What follows belongs to an exercise in optimizing a design on an open flow for small area, a short achievable clock period and few clock cycles per item; a production flow would make more cautious choices. At most, simulation tests tie the RTL to the original design; equivalence was not proved. For run 1, only the layout was checked, not whether the RTL still works. Power is estimated from default activity; no workload was simulated.

==> flow/design.v (outline; a module is shown in full before it is edited, if it fits) <==
// module fp32_mul: 64 lines
// module mul24_tree: 3180 lines
// module fp32_add: 120 lines
// module lzc32: 37 lines
// module rail_loop: 358 lines
module rail_loop (
    input  wire        clk,
    input  wire        rst,           
    input  wire        cfg_we,
    input  wire [5:0]  cfg_addr,
    input  wire [31:0] cfg_wdata,
    input  wire        start,
    input  wire [31:0] i_k,           
    input  wire [31:0] i_sum,         
    output wire        ready,
    output reg         done,
    output reg  [31:0] c_out,         
    output reg  [15:0] insertion,     
    output reg  [3:0]  flags          
);
  // ...
==> flow/flow/run.sh <==
#!/bin/bash
# Standard layout, with timing repair aimed at a tighter setup margin than
# the default so that the achieved period shrinks (the SDC is unchanged).
set -euo pipefail
export SETUP_SLACK_MARGIN=9
bash standard.sh finish > flow_make.log 2>&1
==> flow/standard.sh <==
#!/bin/bash
# synth_recipe.tcl (not shown) runs the flow's synth.tcl, then flattens the netlist and writes it again
# the make line also repeats each setting of config.mk as NAME=value (left out here)
make -C /OpenROAD-flow-scripts/flow DESIGN_CONFIG=/design/flow/config.mk WORK_HOME=/design/flow/orfs CLKGATE_MAP_FILE= SYNTH_SCRIPT=/design/flow/synth_recipe.tcl "${@:-finish}"
==> flow/config.mk <==
export PLATFORM = sky130hd
export DESIGN_NAME = rail_loop
export DESIGN_NICKNAME = rail_loop
export VERILOG_FILES = /design/flow/design.v
export SDC_FILE = /design/flow/constraint.sdc
export NUM_CORES = 8
export LEC_CHECK = 0
export CAP_MARGIN = 20
export CORE_MARGIN = 2
export CORE_UTILIZATION = 40
export SLEW_MARGIN = 20
==> flow/constraint.sdc <==
create_clock -name core_clock -period 17.0 [get_ports {clk}]
set_input_delay 3.4000 -clock core_clock [delete_from_list [all_inputs] [get_ports {clk}]]
set_output_delay 3.4000 -clock core_clock [all_outputs]
set_load 0.01 [all_outputs]
==> out/metrics.cfg, run 1 <==
[layout]
regArea_sq_mm=0.0880
drive_above_1_share_pct=17.1
largest_class=multi-input combinational cells
clk_share_pct=4.21
area_growth_pct=19.6
final_util_pct=48.0
final_cell_mix=edfxtp_1 (2583), inv_1 (2179), fa_1 (1636)
inverters=2303
fill_cells=48030

[setup_path]
worstSetupEndpoint=s1n[6][16]$_DFFE_PP_
rr_startpoint=sa[25]$_DFFE_PP_
path_max_fanout=25

[timing]
slew_violations=0
holdWs_ps=319
rsz0062_at_grt=true

[synthesis]
synth.lib_cells_used.distinct=130
synth.top_cell.area_share_pct=36.3
synth-compound-area-share_pct=14.0
synthMuxAreaShare_pct=1.89
synth_top_cell_by_area=edfxtp_1
synth_edf_count=2583
synth-simple-area-share_pct=12.9
synth_area_leaders=edfxtp_1 (36%), fa_1 (16%), ha_1 (5.7%), dfxtp_1 (4.9%), inv_1 (4.0%)
yosys_warnings=8

[die]
ios=160
n_tap_cell=7020

[place]
gp_congestion=1.01
hpwl_microns=580000

[min_path]
hold_end=r2d[25]$_DFF_P_
hold_class=flip-flop to flip-flop

[pwr]
ir_drop_uv=625
switchingPower_uw=20800
power_frac_seq_pct=19.6
power_density_mw_per_mm2=172

[status]
status=timing/DRC/antenna clean

[clock_network]
cts_tree=built
cts.path.max_buffers=4

[route]
postRouteWirelength_microns=839000

[grt]
grt_max_degree=131
overflow=0
use_met2_pct=45.3

==> module fp32_add, before the edit <==
module fp32_add (
    input  wire [31:0] a,
    input  wire [31:0] b,
    input  wire        sub,
    output reg  [31:0] y,
    output reg         nonfinite
);
    localparam [30:0] SAT_MAG = 31'h49742400;
    wire [31:0] bb = {b[31] ^ sub, b[30:0]};
    wire [7:0]  ea = a[30:23];
    wire [7:0]  eb = bb[30:23];
    wire        za = (ea == 8'd0);
    wire        zb = (eb == 8'd0);
    wire        eff_sub = a[31] ^ bb[31];
    wire        same = (a[30:0] == bb[30:0]);
    wire [23:0] ma = {1'b1, a[22:0]};
    wire [23:0] mb = {1'b1, bb[22:0]};
    wire [8:0]  dab = {1'b0, ea} - {1'b0, eb};
    wire [8:0]  dba = {1'b0, eb} - {1'b0, ea};
    wire        bx  = dab[8];                  
    wire [7:0]  d   = bx ? dba[7:0] : dab[7:0];
    wire [7:0]  el  = bx ? eb : ea;
    wire        sl  = bx ? bb[31] : a[31];
    wire [23:0] ml  = bx ? mb : ma;
    wire [23:0] ms  = bx ? ma : mb;
    wire [5:0]  tza, tzb;
    lzc32 u_tza (.x({ma[0], ma[1], ma[2], ma[3], ma[4], ma[5], ma[6], ma[7],
                     ma[8], ma[9], ma[10], ma[11], ma[12], ma[13], ma[14], ma[15],
                     ma[16], ma[17], ma[18], ma[19], ma[20], ma[21], ma[22], ma[23], 8'd0}),
                 .n(tza));
    lzc32 u_tzb (.x({mb[0], mb[1], mb[2], mb[3], mb[4], mb[5], mb[6], mb[7],
                     mb[8], mb[9], mb[10], mb[11], mb[12], mb[13], mb[14], mb[15],
                     mb[16], mb[17], mb[18], mb[19], mb[20], mb[21], mb[22], mb[23], 8'd0}),
                 .n(tzb));
    wire [4:0]  tzs = bx ? tza[4:0] : tzb[4:0];
    wire        stk = (d > {3'd0, tzs} + 8'd3);
    wire [4:0]  dsh = (d > 8'd27) ? 5'd27 : d[4:0];
    wire [26:0] shf = {ms, 3'b000} >> dsh;
    wire [26:0] al  = {shf[26:1], shf[0] | stk};
    wire [27:0] sf  = {1'b0, ml, 3'b000} + ({1'b0, al} ^ {28{eff_sub}}) + {27'd0, eff_sub};
    wire        f_up = sf[27];                 
    wire        f_dn = !sf[27] && !sf[26];     
    wire [23:0] mA = sf[27:4];
    wire        gA = sf[3];
    wire        sA = |sf[2:0];
    wire [23:0] mB = sf[26:3];
    wire        gB = sf[2];
    wire        sB = sf[1] | sf[0];
    wire [23:0] mC = sf[25:2];
    wire        gC = sf[1];
    wire        sC = sf[0];
    wire [24:0] pA = {1'b0, mA} + 25'd1;
    wire [24:0] pB = {1'b0, mB} + 25'd1;
    wire [24:0] pC = {1'b0, mC} + 25'd1;
    wire        iA = gA & (sA | mA[0]);
    wire        iB = gB & (sB | mB[0]);
    wire        iC = gC & (sC | mC[0]);
    reg  [22:0] ff;
    reg         cy;
    always @* begin
        if (f_up) begin
            ff = iA ? pA[22:0] : mA[22:0];
            cy = iA & pA[24];
        end else if (f_dn) begin
            ff = iC ? pC[22:0] : mC[22:0];
            cy = iC & pC[24];
        end else begin
            ff = iB ? pB[22:0] : mB[22:0];
            cy = iB & pB[24];
        end
    end
    wire [8:0]  el_m1 = {1'b0, el} - 9'd1;
    wire [8:0]  el_p1 = {1'b0, el} + 9'd1;
    wire [8:0]  el_p2 = {1'b0, el} + 9'd2;
    reg  [7:0]  efx;
    reg         fovf, funf;
    always @* begin
        case ({f_up, f_dn, cy})
            3'b100:  begin efx = el_p1[7:0]; fovf = (el >= 8'd254); funf = 1'b0; end
            3'b101:  begin efx = el_p2[7:0]; fovf = (el >= 8'd253); funf = 1'b0; end
            3'b010:  begin efx = el_m1[7:0]; fovf = 1'b0;           funf = (el <= 8'd1); end
            3'b011:  begin efx = el;         fovf = (el == 8'd255); funf = 1'b0; end
            3'b001:  begin efx = el_p1[7:0]; fovf = (el >= 8'd254); funf = 1'b0; end
            default: begin efx = el;         fovf = (el == 8'd255); funf = 1'b0; end
        endcase
    end
    wire        sw  = (a[30:0] < bb[30:0]);
    wire [7:0]  eln = sw ? eb : ea;
    wire        sln = sw ? bb[31] : a[31];
    wire [23:0] mln = sw ? mb : ma;
    wire [23:0] msn = sw ? ma : mb;
    wire        d0  = (ea == eb);
    wire [24:0] sn  = {mln, 1'b0} - (d0 ? {msn, 1'b0} : {1'b0, msn});
    wire [5:0]  lz;
    lzc32 u_lz (.x({sn, 7'h40}), .n(lz));
    wire [24:0] nn  = sn << lz[4:0];
    wire [8:0]  en  = {1'b0, eln} - {3'd0, lz};
    wire        nunf = en[8] || (en[7:0] == 8'd0);
    wire        near = eff_sub && (d[7:1] == 7'd0) && !sn[24];
    always @* begin
        nonfinite = 1'b0;
        if (za && zb)
            y = {a[31] & bb[31], 31'd0};
        else if (za)
            y = bb;
        else if (zb)
            y = a;
        else if (eff_sub && same)
            y = 32'd0;
        else if (near)
            y = nunf ? {sln, 31'd0} : {sln, en[7:0], nn[23:1]};
        else if (fovf) begin
            y = {sl, SAT_MAG};
            nonfinite = 1'b1;
        end else if (funf)
            y = {sl, 31'd0};
        else
            y = {sl, efx, ff};
    end
endmodule
==> module rail_loop, before the edit <==
module rail_loop (
    input  wire        clk,
    input  wire        rst,           
    input  wire        cfg_we,
    input  wire [5:0]  cfg_addr,
    input  wire [31:0] cfg_wdata,
    input  wire        start,
    input  wire [31:0] i_k,           
    input  wire [31:0] i_sum,         
    output wire        ready,
    output reg         done,
    output reg  [31:0] c_out,         
    output reg  [15:0] insertion,     
    output reg  [3:0]  flags          
);
    localparam [31:0] SAT     = 32'h49742400;    
    localparam [31:0] DELTA   = 32'h3D4CCCCD;    
    localparam [31:0] L_RESET = 32'h42700000;    
    localparam [5:0] A_SECTIONS = 6'd40;
    localparam [5:0] A_LIMIT    = 6'd41;
    localparam [5:0] A_SLEW     = 6'd42;
    localparam [5:0] A_SHARE    = 6'd43;
    localparam [5:0] A_ENABLE   = 6'd44;
    localparam [1:0] S_IDLE = 2'd0,
                     S_P1   = 2'd1,
                     S_P2   = 2'd2,
                     S_LOOP = 2'd3;
    reg  [31:0] coef [0:39];
    reg  [39:0] cv;                   
    reg  [3:0]  sections;
    reg  [31:0] out_limit;
    reg  [31:0] out_slew;
    reg  [31:0] share;
    reg         enable;
    reg  [31:0] s1  [0:7];
    reg  [31:0] s2  [0:7];
    reg  [7:0]  sv;                   
    reg  [31:0] s1n [0:7];
    reg  [31:0] s2n [0:7];
    reg  [31:0] c_prev;
    reg  [1:0]  state;
    reg         ph;                   
    reg  [3:0]  idx;                  
    reg         commit;               
    reg  [31:0] ca1, ca2, ca3;        
    reg  [31:0] y;                    
    reg  [31:0] yb3;                  
    reg  [31:0] sa;                   
    reg  [31:0] sb;                   
    reg  [31:0] a2a, a2b;             
    reg         a2s;                  
    reg  [31:0] r1;                   
    reg  [31:0] r2, r2d;              
    reg  [31:0] r3;                   
    reg         p_s, p_z;             
    reg  [24:0] p_m2;                 
    reg  [10:0] p_e;                  
    reg  [31:0] lo, hi;
    reg         x_nz, x_pos;
    reg  [31:0] c;
    reg         disc;
    reg  [3:0]  fl;
    integer j;
    assign ready = (state == S_IDLE);
    wire [31:0] wdata_daz = (cfg_wdata[30:23] == 8'd0) ? {cfg_wdata[31], 31'd0} : cfg_wdata;
    wire [3:0]  wsec      = cfg_wdata[3] ? 4'd8 : cfg_wdata[3:0];
    wire [31:0] ik_daz    = (i_k[30:23] == 8'd0)       ? {i_k[31], 31'd0}       : i_k;
    wire [31:0] is_daz    = (i_sum[30:23] == 8'd0)     ? {i_sum[31], 31'd0}     : i_sum;
    wire [31:0] kb0 [0:7];
    wire [31:0] kb1 [0:7];
    wire [31:0] kb2 [0:7];
    wire [31:0] ka1 [0:7];
    wire [31:0] ka2 [0:7];
    wire [31:0] ks1 [0:7];
    wire [31:0] ks2 [0:7];
    genvar g;
    generate
        for (g = 0; g < 8; g = g + 1) begin : gk
            assign kb0[g] = coef[5*g+0] & {32{cv[5*g+0]}};
            assign kb1[g] = coef[5*g+1] & {32{cv[5*g+1]}};
            assign kb2[g] = coef[5*g+2] & {32{cv[5*g+2]}};
            assign ka1[g] = coef[5*g+3] & {32{cv[5*g+3]}};
            assign ka2[g] = coef[5*g+4] & {32{cv[5*g+4]}};
            assign ks1[g] = s1[g] & {32{sv[g]}};
            assign ks2[g] = s2[g] & {32{sv[g]}};
        end
    endgenerate
    wire [3:0] n     = sections;
    wire [2:0] i3    = idx[2:0];
    wire [2:0] i3p   = idx[2:0] + 3'd1;
    wire [2:0] i3m   = idx[2:0] - 3'd1;
    wire       in_e  = (state == S_LOOP) && !ph;
    wire       in_o  = (state == S_LOOP) && ph;
    wire       i_lt_n   = (idx < n);
    wire       i_ge1_le = (idx != 4'd0) && (idx <= n);
    wire       i_ge2    = (idx[3:1] != 3'd0);
    wire       last     = in_e && (idx == n + 4'd1);    
    wire       post     = in_e && (idx == n);           
    wire       ins1     = in_o && (idx == n);           
    wire v_m1 = (state == S_P1) || ((in_e || in_o) && i_lt_n);
    wire v_m2 = (in_e && i_ge1_le) || (in_o && i_lt_n);
    wire v_m3 = in_e && i_ge1_le;           
    wire v_a1 = (state == S_P2) || (in_o && i_lt_n) || (in_e && i_ge2);
    wire v_a2 = (state == S_P1) || (state == S_P2) || (in_o && i_ge1_le) || (in_e && i_ge2);
    wire l_a1 = (in_o && i_lt_n) || (in_e && i_ge2);          
    wire l_a2 = in_e && i_ge2;                                 
    wire [31:0] m1_y, m2_y, m3_y;
    wire        m1_nf, m2_nf, m3_nf;
    fp32_mul u_mul1 (.a(ca1), .b(y),   .y(m1_y), .nonfinite(m1_nf));
    fp32_mul u_mul2 (.a(ca2), .b(y),   .y(m2_y), .nonfinite(m2_nf));
    fp32_mul u_mul3 (.a(ca3), .b(yb3), .y(m3_y), .nonfinite(m3_nf));
    wire        a1_sub = (state == S_P2);
    wire [31:0] a1_y;
    wire        a1_nf;
    fp32_add u_add1 (.a(sa), .b(sb), .sub(a1_sub), .y(a1_y), .nonfinite(a1_nf));
    wire [31:0] a2_y;
    wire        a2_nf;
    fp32_add u_add2 (.a(a2a), .b(a2b), .sub(a2s), .y(a2_y), .nonfinite(a2_nf));
    wire        a1_over = (a1_y[30:0] > SAT[30:0]);
    wire [31:0] a1_lim  = a1_over ? {a1_y[31], SAT[30:0]} : a1_y;
    wire        a2_over = (a2_y[30:0] > SAT[30:0]);
    wire [31:0] a2_lim  = a2_over ? {a2_y[31], SAT[30:0]} : a2_y;
    wire [31:0] yu   = (n == 4'd0 || y[30:0] == 31'd0) ? 32'd0 : y;    
    wire signed [32:0] k_u   = yu[31]     ? -$signed({2'b00, yu[30:0]})     : $signed({2'b00, yu[30:0]});
    wire signed [32:0] k_lo  = lo[31]     ? -$signed({2'b00, lo[30:0]})     : $signed({2'b00, lo[30:0]});
    wire signed [32:0] k_hi  = hi[31]     ? -$signed({2'b00, hi[30:0]})     : $signed({2'b00, hi[30:0]});
    wire signed [32:0] k_lp  = $signed({2'b00, out_limit[30:0]});
    wire signed [32:0] k_ln  = -$signed({2'b00, out_limit[30:0]});
    wire        u_big  = (yu[30:0] > out_limit[30:0]);
    wire        lim_hi = !yu[31] && u_big;
    wire        lim_lo =  yu[31] && u_big;
    wire [31:0] c_l    = lim_hi ? {1'b0, out_limit[30:0]} : (lim_lo ? {1'b1, out_limit[30:0]} : yu);
    wire        u_lt_lo  = (k_u < k_lo);
    wire        u_gt_lo  = (k_u > k_lo);
    wire        u_gt_hi  = (k_u > k_hi);
    wire        u_lt_hi  = (k_u < k_hi);
    wire        lp_lt_lo = (k_lp < k_lo);
    wire        lp_gt_hi = (k_lp > k_hi);
    wire        ln_lt_lo = (k_ln < k_lo);
    wire        ln_gt_hi = (k_ln > k_hi);
    wire        s_on    = (out_slew[30:23] != 8'd0) && !out_slew[31];
    wire        c_lt_lo = lim_hi ? lp_lt_lo : (lim_lo ? ln_lt_lo : u_lt_lo);
    wire        c_gt_hi = lim_hi ? lp_gt_hi : (lim_lo ? ln_gt_hi : u_gt_hi);
    wire        slew_lo = s_on && c_lt_lo;
    wire        slew_hi = s_on && !c_lt_lo && c_gt_hi;
    wire [31:0] c_s     = slew_lo ? lo : (slew_hi ? hi : c_l);
    wire        c_ne_u  = slew_lo ? (u_lt_lo | u_gt_lo) : (slew_hi ? (u_lt_hi | u_gt_hi) : (lim_hi | lim_lo));
    wire        u_gt_c  = slew_lo ? u_gt_lo : (slew_hi ? u_gt_hi : lim_hi);
    wire        disc_v  = c_ne_u && x_nz && (x_pos == u_gt_c);
    wire [23:0] cm   = {1'b1, c[22:0]};
    wire [32:0] cp   = cm * 9'd500;
    wire        cp_h = cp[32];
    wire [23:0] pm   = cp_h ? cp[32:9] : cp[31:8];
    wire        pg   = cp_h ? cp[8] : cp[7];
    wire        pst  = cp_h ? (|cp[7:0]) : (|cp[6:0]);
    wire        pinc = pg & (pst | pm[0]);
    wire [24:0] pmr  = {1'b0, pm} + {24'd0, pinc};
    wire [22:0] pf   = pmr[24] ? pmr[23:1] : pmr[22:0];
    wire signed [10:0] pe = $signed({3'b000, c[30:23]}) + (cp_h ? 11'sd9 : 11'sd8)
                            + $signed({10'd0, pmr[24]}) - 11'sd127;
    wire [24:0] pm2 = {1'b1, pf, 1'b0};
    wire signed [10:0] pes = $signed(p_e);
    reg  [31:0] pint;
    reg  [15:0] ins_v;
    always @* begin
        if (p_z || pes < -11'sd1)
            pint = 32'd0;
        else if (pes > 11'sd15)
            pint = 32'h0001_0000;
        else
            pint = (({7'd0, p_m2} >> (6'd23 - pes[5:0])) + 32'd1) >> 1;
        if (p_s)
            ins_v = (pint > 32'd32768) ? 16'h8000 : (16'd0 - pint[15:0]);
        else
            ins_v = (pint > 32'd32767) ? 16'h7FFF : pint[15:0];
    end
    reg [31:0] ca1_n, ca2_n, ca3_n, sa_n;
    always @* begin
        ca1_n = ph ? kb0[i3p] : kb1[i3];
        ca2_n = ph ? ka1[i3]  : kb2[i3];
        ca3_n = ka2[i3];
        sa_n  = ph ? ks2[i3m] : ks1[i3];
        if (last)
            ca3_n = out_slew;
        if (state == S_IDLE || rst) begin
            ca1_n = share;
            ca3_n = rst ? 32'd0 : ((cfg_we && cfg_addr == A_SLEW) ? wdata_daz : out_slew);
            sa_n  = ik_daz;
        end else if (state == S_P1) begin
            sa_n  = sa;
        end else if (state == S_P2) begin
            ca1_n = kb0[0];
        end
    end
    always @(posedge clk) begin
        ca1  <= ca1_n;
        ca2  <= ca2_n;
        ca3  <= ca3_n;
        sa   <= sa_n;
        r1   <= m1_y;
        r2   <= m2_y;
        r2d  <= r2;
        r3   <= m3_y;
        sb   <= in_o ? a2_y : m1_y;
        if (state == S_IDLE) begin
            a2a <= c_prev;
            a2b <= m3_y;
            a2s <= 1'b1;
        end else if (state == S_P1) begin
            a2a <= c_prev;
            a2s <= 1'b0;
        end else if (in_e) begin
            a2a <= r1;
            a2b <= m2_y;
            a2s <= 1'b1;
        end else begin
            a2a <= r2d;
            a2b <= r3;
            a2s <= 1'b1;
        end
        if (last)
            yb3 <= DELTA;
        if (state == S_IDLE || rst) begin
            y   <= is_daz;
            yb3 <= DELTA;
        end else if (state == S_P2) begin
            y   <= a1_y;
            yb3 <= a1_y;
            x_nz  <= (a1_y[30:0] != 31'd0);
            x_pos <= !a1_y[31] && (a1_y[30:0] != 31'd0);
        end else if (in_o && i_lt_n) begin
            y   <= a1_lim;
            yb3 <= a1_lim;
        end
        if (state == S_P1)
            lo <= a2_y;
        if (state == S_P2)
            hi <= a2_y;
        if (in_e && i_ge2) begin
            for (j = 0; j < 8; j = j + 1)
                if (j == idx - 4'd2) begin
                    s1n[j] <= a1_lim;
                    s2n[j] <= a2_lim;
                end
        end
        if (post) begin
            c    <= c_s;
            disc <= disc_v;
        end
        if (ins1) begin
            p_s  <= c[31];
            p_z  <= (c[30:23] == 8'd0);
            p_e  <= pe;
            p_m2 <= pm2;
        end
        if (last) begin
            c_out     <= c;
            insertion <= ins_v;
        end else if (state == S_IDLE) begin
            c_out     <= 32'd0;
            insertion <= 16'd0;
        end
        if (rst) begin
            state     <= S_IDLE;
            ph        <= 1'b0;
            idx       <= 4'd0;
            done      <= 1'b0;
            commit    <= 1'b0;
            flags     <= 4'd0;
            fl        <= 4'd0;
            sections  <= 4'd0;
            out_limit <= L_RESET;
            out_slew  <= 32'd0;
            share     <= 32'd0;
            enable    <= 1'b0;
            c_prev    <= 32'd0;
            cv        <= 40'd0;
            sv        <= 8'd0;
        end else begin
            done   <= 1'b0;
            commit <= 1'b0;
            fl[1] <= fl[1] | (m1_nf & v_m1) | (m2_nf & v_m2) | (m3_nf & v_m3)
                           | (a1_nf & v_a1) | (a2_nf & v_a2);
            fl[0] <= fl[0] | (a1_over & l_a1) | (a2_over & l_a2);
            case (state)
                S_IDLE: begin
                    if (commit) begin
                        for (j = 0; j < 8; j = j + 1)
                            if (j < n) begin
                                s1[j] <= s1n[j];
                                s2[j] <= s2n[j];
                                sv[j] <= 1'b1;
                            end
                    end
                    fl <= 4'd0;
                    if (cfg_we) begin
                        for (j = 0; j < 40; j = j + 1)
                            if (cfg_addr == j) begin
                                coef[j] <= wdata_daz;
                                cv[j]   <= 1'b1;
                            end
                        case (cfg_addr)
                            A_SECTIONS: begin
                                sections <= wsec;
                                for (j = 0; j < 8; j = j + 1)
                                    if (j >= wsec)
                                        sv[j] <= 1'b0;
                            end
                            A_LIMIT: out_limit <= wdata_daz;
                            A_SLEW:  out_slew  <= wdata_daz;
                            A_SHARE: share     <= wdata_daz;
                            A_ENABLE: begin
                                enable <= cfg_wdata[0];
                                if (!cfg_wdata[0]) begin
                                    c_prev <= 32'd0;
                                    sv     <= 8'd0;
                                end
                            end
                            default: ;
                        endcase
                    end else if (start) begin
                        if (enable) begin
                            state <= S_P1;
                        end else begin
                            flags     <= 4'd0;
                            done      <= 1'b1;
                        end
                    end
                end
                S_P1: state <= S_P2;
                S_P2: begin
                    state <= S_LOOP;
                    ph    <= 1'b0;
                    idx   <= 4'd0;
                end
                default: begin
                    if (post) begin
                        fl[2] <= lim_hi | lim_lo;
                        fl[3] <= slew_lo | slew_hi;
                    end
                    if (last) begin
                        flags  <= {fl[3:2], fl[1] | (a1_nf & v_a1) | (a2_nf & v_a2),
                                   fl[0] | (a1_over & l_a1) | (a2_over & l_a2)};
                        done   <= 1'b1;
                        commit <= !disc;
                        c_prev <= c;
                        state  <= S_IDLE;
                    end else if (ph) begin
                        ph  <= 1'b0;
                        idx <= idx + 4'd1;
                    end else begin
                        ph  <= 1'b1;
                    end
                end
            endcase
        end
    end
endmodule
==> inputs of run 2 (changes only) <==
--- a/flow/design.v
+++ b/flow/design.v
@@ -3248,4 +3248,6 @@
     input  wire        sub,
+    input  wire        lim,
     output reg  [31:0] y,
-    output reg         nonfinite
+    output reg         nonfinite,
+    output reg         over
 );
@@ -3295,5 +3297,5 @@
     wire        sC = sf[0];
-    wire [24:0] pA = {1'b0, mA} + 25'd1;
-    wire [24:0] pB = {1'b0, mB} + 25'd1;
-    wire [24:0] pC = {1'b0, mC} + 25'd1;
+    wire [22:0] pA = mA[22:0] + 23'd1;
+    wire [22:0] pB = mB[22:0] + 23'd1;
+    wire [22:0] pC = mC[22:0] + 23'd1;
     wire        iA = gA & (sA | mA[0]);
@@ -3301,31 +3303,44 @@
     wire        iC = gC & (sC | mC[0]);
+    wire        cA = iA & (&mA);                   
+    wire        cB = iB & (&mB);
+    wire        cC = iC & (&mC);
+    localparam [22:0] SAT_F = 23'h742400;
+    wire        gtA = (mA[22:0] > SAT_F), geA = (mA[22:0] >= SAT_F);
+    wire        gtB = (mB[22:0] > SAT_F), geB = (mB[22:0] >= SAT_F);
+    wire        gtC = (mC[22:0] > SAT_F), geC = (mC[22:0] >= SAT_F);
+    wire [8:0]  el_m1 = {1'b0, el} - 9'd1;
+    wire [8:0]  el_p1 = {1'b0, el} + 9'd1;
+    wire [8:0]  el_p2 = {1'b0, el} + 9'd2;
+    localparam [7:0] SAT_E = 8'h92;
+    wire        ovA  = (el >= 8'd254), ovAc = (el >= 8'd253);
+    wire        ovB  = (el == 8'd255), ovBc = (el >= 8'd254);
+    wire        ovC  = 1'b0,           ovCc = (el == 8'd255);
+    wire        unC  = (el <= 8'd1);
+    wire        xA_gt = (el_p1 > {1'b0, SAT_E}), xA_eq = (el_p1 == {1'b0, SAT_E}), xAc_gt = (el_p2 > {1'b0, SAT_E});
+    wire        xB_gt = (el > SAT_E),            xB_eq = (el == SAT_E),            xBc_gt = (el_p1 > {1'b0, SAT_E});
+    wire        xC_gt = (el_m1 > {1'b0, SAT_E}), xC_eq = (el_m1 == {1'b0, SAT_E}), xCc_gt = (el > SAT_E);
+    reg  [7:0]  efx;
     reg  [22:0] ff;
-    reg         cy;
+    reg         fovf, funf, fover;
     always @* begin
         if (f_up) begin
-            ff = iA ? pA[22:0] : mA[22:0];
-            cy = iA & pA[24];
+            efx   = cA ? el_p2[7:0] : el_p1[7:0];
+            ff    = cA ? 23'd0 : (iA ? pA : mA[22:0]);
+            fovf  = cA ? ovAc : ovA;
+            funf  = 1'b0;
+            fover = cA ? xAc_gt : (xA_gt | (xA_eq & (iA ? geA : gtA)));
         end else if (f_dn) begin
-            ff = iC ? pC[22:0] : mC[22:0];
-            cy = iC & pC[24];
+            efx   = cC ? el : el_m1[7:0];
+            ff    = cC ? 23'd0 : (iC ? pC : mC[22:0]);
+            fovf  = cC ? ovCc : ovC;
+            funf  = cC ? 1'b0 : unC;
+            fover = cC ? xCc_gt : (xC_gt | (xC_eq & (iC ? geC : gtC)));
         end else begin
-            ff = iB ? pB[22:0] : mB[22:0];
-            cy = iB & pB[24];
+            efx   = cB ? el_p1[7:0] : el;
+            ff    = cB ? 23'd0 : (iB ? pB : mB[22:0]);
+            fovf  = cB ? ovBc : ovB;
+            funf  = 1'b0;
+            fover = cB ? xBc_gt : (xB_gt | (xB_eq & (iB ? geB : gtB)));
         end
     end
-    wire [8:0]  el_m1 = {1'b0, el} - 9'd1;
-    wire [8:0]  el_p1 = {1'b0, el} + 9'd1;
-    wire [8:0]  el_p2 = {1'b0, el} + 9'd2;
-    reg  [7:0]  efx;
-    reg         fovf, funf;
-    always @* begin
-        case ({f_up, f_dn, cy})
-            3'b100:  begin efx = el_p1[7:0]; fovf = (el >= 8'd254); funf = 1'b0; end
-            3'b101:  begin efx = el_p2[7:0]; fovf = (el >= 8'd253); funf = 1'b0; end
-            3'b010:  begin efx = el_m1[7:0]; fovf = 1'b0;           funf = (el <= 8'd1); end
-            3'b011:  begin efx = el;         fovf = (el == 8'd255); funf = 1'b0; end
-            3'b001:  begin efx = el_p1[7:0]; fovf = (el >= 8'd254); funf = 1'b0; end
-            default: begin efx = el;         fovf = (el == 8'd255); funf = 1'b0; end
-        endcase
-    end
     wire        sw  = (a[30:0] < bb[30:0]);
@@ -3343,15 +3358,22 @@
     wire        near = eff_sub && (d[7:1] == 7'd0) && !sn[24];
+    wire        ova = (a[30:0] > SAT_MAG);
+    wire        ovb = (bb[30:0] > SAT_MAG);
+    wire        nover = ({en[7:0], nn[23:1]} > SAT_MAG);
     always @* begin
         nonfinite = 1'b0;
+        over      = 1'b0;
         if (za && zb)
             y = {a[31] & bb[31], 31'd0};
-        else if (za)
-            y = bb;
-        else if (zb)
-            y = a;
-        else if (eff_sub && same)
+        else if (za) begin
+            over = ovb;
+            y = (lim && ovb) ? {bb[31], SAT_MAG} : bb;
+        end else if (zb) begin
+            over = ova;
+            y = (lim && ova) ? {a[31], SAT_MAG} : a;
+        end else if (eff_sub && same)
             y = 32'd0;
-        else if (near)
-            y = nunf ? {sln, 31'd0} : {sln, en[7:0], nn[23:1]};
-        else if (fovf) begin
+        else if (near) begin
+            over = !nunf && nover;
+            y = nunf ? {sln, 31'd0} : ((lim && nover) ? {sln, SAT_MAG} : {sln, en[7:0], nn[23:1]});
+        end else if (fovf) begin
             y = {sl, SAT_MAG};
@@ -3360,4 +3382,7 @@
             y = {sl, 31'd0};
-        else
-            y = {sl, efx, ff};
+        else begin
+            over = fover;
+            y = (lim && fover) ? {sl, SAT_MAG} : {sl, efx, ff};
+        end
+        over = over & lim;
     end
@@ -3514,11 +3539,9 @@
     wire [31:0] a1_y;
-    wire        a1_nf;
-    fp32_add u_add1 (.a(sa), .b(sb), .sub(a1_sub), .y(a1_y), .nonfinite(a1_nf));
+    wire        a1_nf, a1_over;
+    fp32_add u_add1 (.a(sa), .b(sb), .sub(a1_sub), .lim(state == S_LOOP),
+                     .y(a1_y), .nonfinite(a1_nf), .over(a1_over));
     wire [31:0] a2_y;
-    wire        a2_nf;
-    fp32_add u_add2 (.a(a2a), .b(a2b), .sub(a2s), .y(a2_y), .nonfinite(a2_nf));
-    wire        a1_over = (a1_y[30:0] > SAT[30:0]);
-    wire [31:0] a1_lim  = a1_over ? {a1_y[31], SAT[30:0]} : a1_y;
-    wire        a2_over = (a2_y[30:0] > SAT[30:0]);
-    wire [31:0] a2_lim  = a2_over ? {a2_y[31], SAT[30:0]} : a2_y;
+    wire        a2_nf, a2_over;
+    fp32_add u_add2 (.a(a2a), .b(a2b), .sub(a2s), .lim(in_e),
+                     .y(a2_y), .nonfinite(a2_nf), .over(a2_over));
     wire [31:0] yu   = (n == 4'd0 || y[30:0] == 31'd0) ? 32'd0 : y;    
@@ -3632,4 +3655,4 @@
         end else if (in_o && i_lt_n) begin
-            y   <= a1_lim;
-            yb3 <= a1_lim;
+            y   <= a1_y;
+            yb3 <= a1_y;
         end
@@ -3642,4 +3665,4 @@
                 if (j == idx - 4'd2) begin
-                    s1n[j] <= a1_lim;
-                    s2n[j] <= a2_lim;
+                    s1n[j] <= a1_y;
+                    s2n[j] <= a2_y;
                 end
==> run 2 against run 1 <==
Clock-buffer cell count increased by 34. Final area rose by 3.1%. Sequential share of layout area down 1.0 points. Worst setup slack gained 920 ps. Total power rose by 5.8%. Routed wire length up 5.5%. Worst hold slack got worse by 9.6 ps. Fmax rose by 8.8%. Clock power down 5.5%. Sequential power up 3.6%. Critical path depth decreased by 4. Non-clock buffer count grew 335.
==> out/metrics.cfg, run 2 <==
[synthesis]
yosys_register_bits=3101
synth_area_leaders=edfxtp_1 (36%), fa_1 (15%), ha_1 (5.6%), dfxtp_1 (4.8%), inv_1 (3.8%)
ys_seq_area_share_pct=40.4
synth_edf_count=2583  ; unchanged
ys_async_sr_fraction_pct=0
syn_inst=21039
synth-main-ff-cell=edfxtp_1
syn_avg_cell_area_sq_um=10.3
synthTopCellsByCount=edfxtp_1 (2583), inv_1 (2179), nand2_1 (1805)
synth.top_cell.area_share_pct=35.6  ; -0.69 points
syn-cell-area_sq_mm=0.218
synth_top_cell_by_area=edfxtp_1
synth.lib_cells_used.distinct=128  ; -1.5%
yosys_warnings=8  ; unchanged
synth_most_common_cell=edfxtp_1

[die]
die-area_sq_mm=0.550
ios=160  ; unchanged
fp-row-count=270
initial_core_util_pct=40.2
fp.dieH_microns=742
die_x_microns=742
coreArea_sq_mm=0.541

[route]
met1_length_microns=350000
wl_per_cell_microns=29.9
vias=177922
drcViolationCount=0
ant_nets=0
wl_met2_microns=378000
dr_wl_met3_microns=102000
drt_pass1_iterations=7
drt_iter0_markers=22216
topRoutingLayerUsed=met5
post_drt_via_cell_ratio=6.00
postRouteWirelength_microns=886000  ; +5.5%

[setup_path]
path_delay_family=compound AO/OA/AOI/OAI gates
worst_path_most_repeated_cell=buf_4
criticalPathCategory=flip-flop to flip-flop
cp_data_required_time_ps=17730
crit_slowest_cell=edfxtp_1
max_stage_delay_ps=560
cp-end-kind=flip-flop
cp_data_arrival_time_ps=11230
path_max_fanout=6  ; -76%
critPathLaunchType=flip-flop
worst-path-buf-inv=6

[grt]
grt_first_pass_wirelength_microns=1250000
grt_max_degree=113  ; -14%
antenna_found_initial=83
overflow=0  ; unchanged
track_usage_pct=31.0
first_global_vias=171214

[layout]
drive_above_1_share_pct=18.2  ; +1.1 points
fill_cells=48784  ; +1.6%
largest_register_ffs=1280
area_growth_pct=20.9
final_cell_mix=edfxtp_1 (2583), inv_1 (2072), nand2_1 (1718)
final_common_cell=edfxtp_1
top_register=coef
fin_nets=24865

[status]
status=timing/DRC/antenna clean

[pwr]
power_leakage_uw=0.102
ir_drop_uv=426  ; -32%
finalPower_uw=46500
power_density_mw_per_mm2=177  ; +2.6%

[clock_network]
clkLatencyLatePin_ps=990
htreeDepth=5
path_clk_slew_ps=70
ctsHoldBuffers=0
cts.path.max_buffers=4  ; unchanged
cts_tree=built
cts_sinks=3101
cts_buffers=314
root_buffer=clkbuf_16

[min_path]
hold_class=flip-flop to flip-flop

[timing]
final.setup_skew_ps=96.9
post-route-period-util_pct=61.7
worst_slew_pin_slew_ps=1310
slew_violations=0  ; unchanged
finalHoldViolCount=0
rsz0062_at_grt=true
relSlewSlack_pct=12.7
tns_ps=0
holdWs_ps=309  ; -9.62 ps
finalSetupViolCount=0
fmax_ghz=0.0953
layout_min_cycle_time_ps=10490

[place]
gp_congestion=1.00  ; -1.1%
hpwl_microns=599000  ; +3.3%
io_buffer_count=159

[job]
maxCapViolations=0

==> run 2: kinds of logic after synthesis <==
group	after synthesis	share of synthesized area (%)
compound gates	4674	14.4
xor+xnor	706	2.88
fa+ha+maj	2644	21.0
buf+inv	3395	5.92
flops	3101	40.4
mux	321	1.65
other cells	1	0.00172
simple gates	6197	13.8
==> run 2: area by class of cell <==
cell class	count	area (sq um)	area share (%)
multi-input combinational	14572	127000	48.3
sequential	3101	88100	33.5
timing repair buffer	1911	20000	7.60
tap	7208	9020	3.43
clock buffer	437	8710	3.31
inverter	2212	8680	3.30
clock inverter	142	1370	0.522
antenna	52	130	0.0494
timing repair inverter	3	30.0	0.0114
==> run 2: final timing paths <==
kind | start | to | slack, ps | cells after the start
max | sa[4]$_DFFE_PP_ | x_nz$_DFFE_PP_ | 6510 | 46
min | r2[26]$_DFF_P_ | r2d[26]$_DFF_P_ | 310 | 0
max reg2reg | sa[4]$_DFFE_PP_ | x_nz$_DFFE_PP_ | 6510 | 46
min reg2reg | r2[26]$_DFF_P_ | r2d[26]$_DFF_P_ | 310 | 0
==> run 2: metrics by stage <==
stage | std cells | area, sq um | util [%] | worst slack, ps
3_3_place_gp | 27750 | 230000 | 42.5 | 3450
4_1_cts | 29289 | 258000 | 47.6 | 6810
3_5_place_dp | 27752 | 230000 | 42.6 | 3620
2_1_floorplan | 21040 | 220000 | - | 6950
6_report | 29638 | 263000 | 48.6 | 6510
5_1_grt | 29600 | 263000 | 48.6 | 6280
==> run 2: worst register-to-register path, delay by kind of cell, from the launching register on <==
family	cells	cell delay (ps)
DFF	1	560
xor gates and xnor gates	2	320
and+or+nand+nor	13	2570
muxes	1	110
adders and majority gates	3	1140
buffers and inverters	6	820
AOI/OAI and AO/OA	21	4780
==> run 2: routing by layer <==
layer  vias to the layer above  global-route usage (%)
li1                      76045                       -
met1                     89459                    42.2
met2                     10261                    46.1
met3                      2109                    7.78
met4                        48                    15.5
met5                         -                       0
==> run 2: repair_timing <==
item / 4_1_cts / 5_1_grt
resized for setup: 1772 / 602
gates cloned: 84 / 16
endpoints found under the setup margin: 860 / 849
endpoints found under the hold margin: 0 / 0
pin swaps: 535 / 428
buffers inserted: 874 / 279
==> run 2: report_power, final <==
| part | switching (uW) | total, uW | internal, uW | leakage, uW |
|---|---|---|---|---|
| Combinational | 19700 | 30700 | 11000 | 0.0691 |
| Clock | 3110 | 6870 | 3760 | 0.00490 |
| Sequential | 209 | 8910 | 8700 | 0.0279 |
| Total | 23100 | 46500 | 23400 | 0.102 |
Testbench counts of run 2, summed over its fixed seeds: cycles 43,645, ticks 2,880.

[re-timing with driven ports]
The flow's constraints put no driver on any port. The routed layouts listed below were extracted and timed again, unchanged, in two steps. Step 1, drivers: a clkbuf_16 drives clk and a buf_2 each remaining input, both assumed. Step 2, shift: input delay + t, output delay - t, t = (earliest + latest rising clock arrival at the registers) / 2. This alone moves slack from input paths to output paths. Slacks: no drivers / after step 1 / after step 2; pairs: no drivers / after step 1.
run | shift t [ns] | setup WS [ns] | latest minus earliest clock arrival (ns) | worst register clock-pin slew, ns
run 1 | 1.086 | 5.585 / 5.585 / 5.585 | 0.096 / 0.096 | 0.07 / 0.07
run 2 | 1.054 | 6.506 / 6.506 / 6.506 | 0.099 / 0.100 | 0.09 / 0.09
After both steps setup and hold are still met in every run listed.
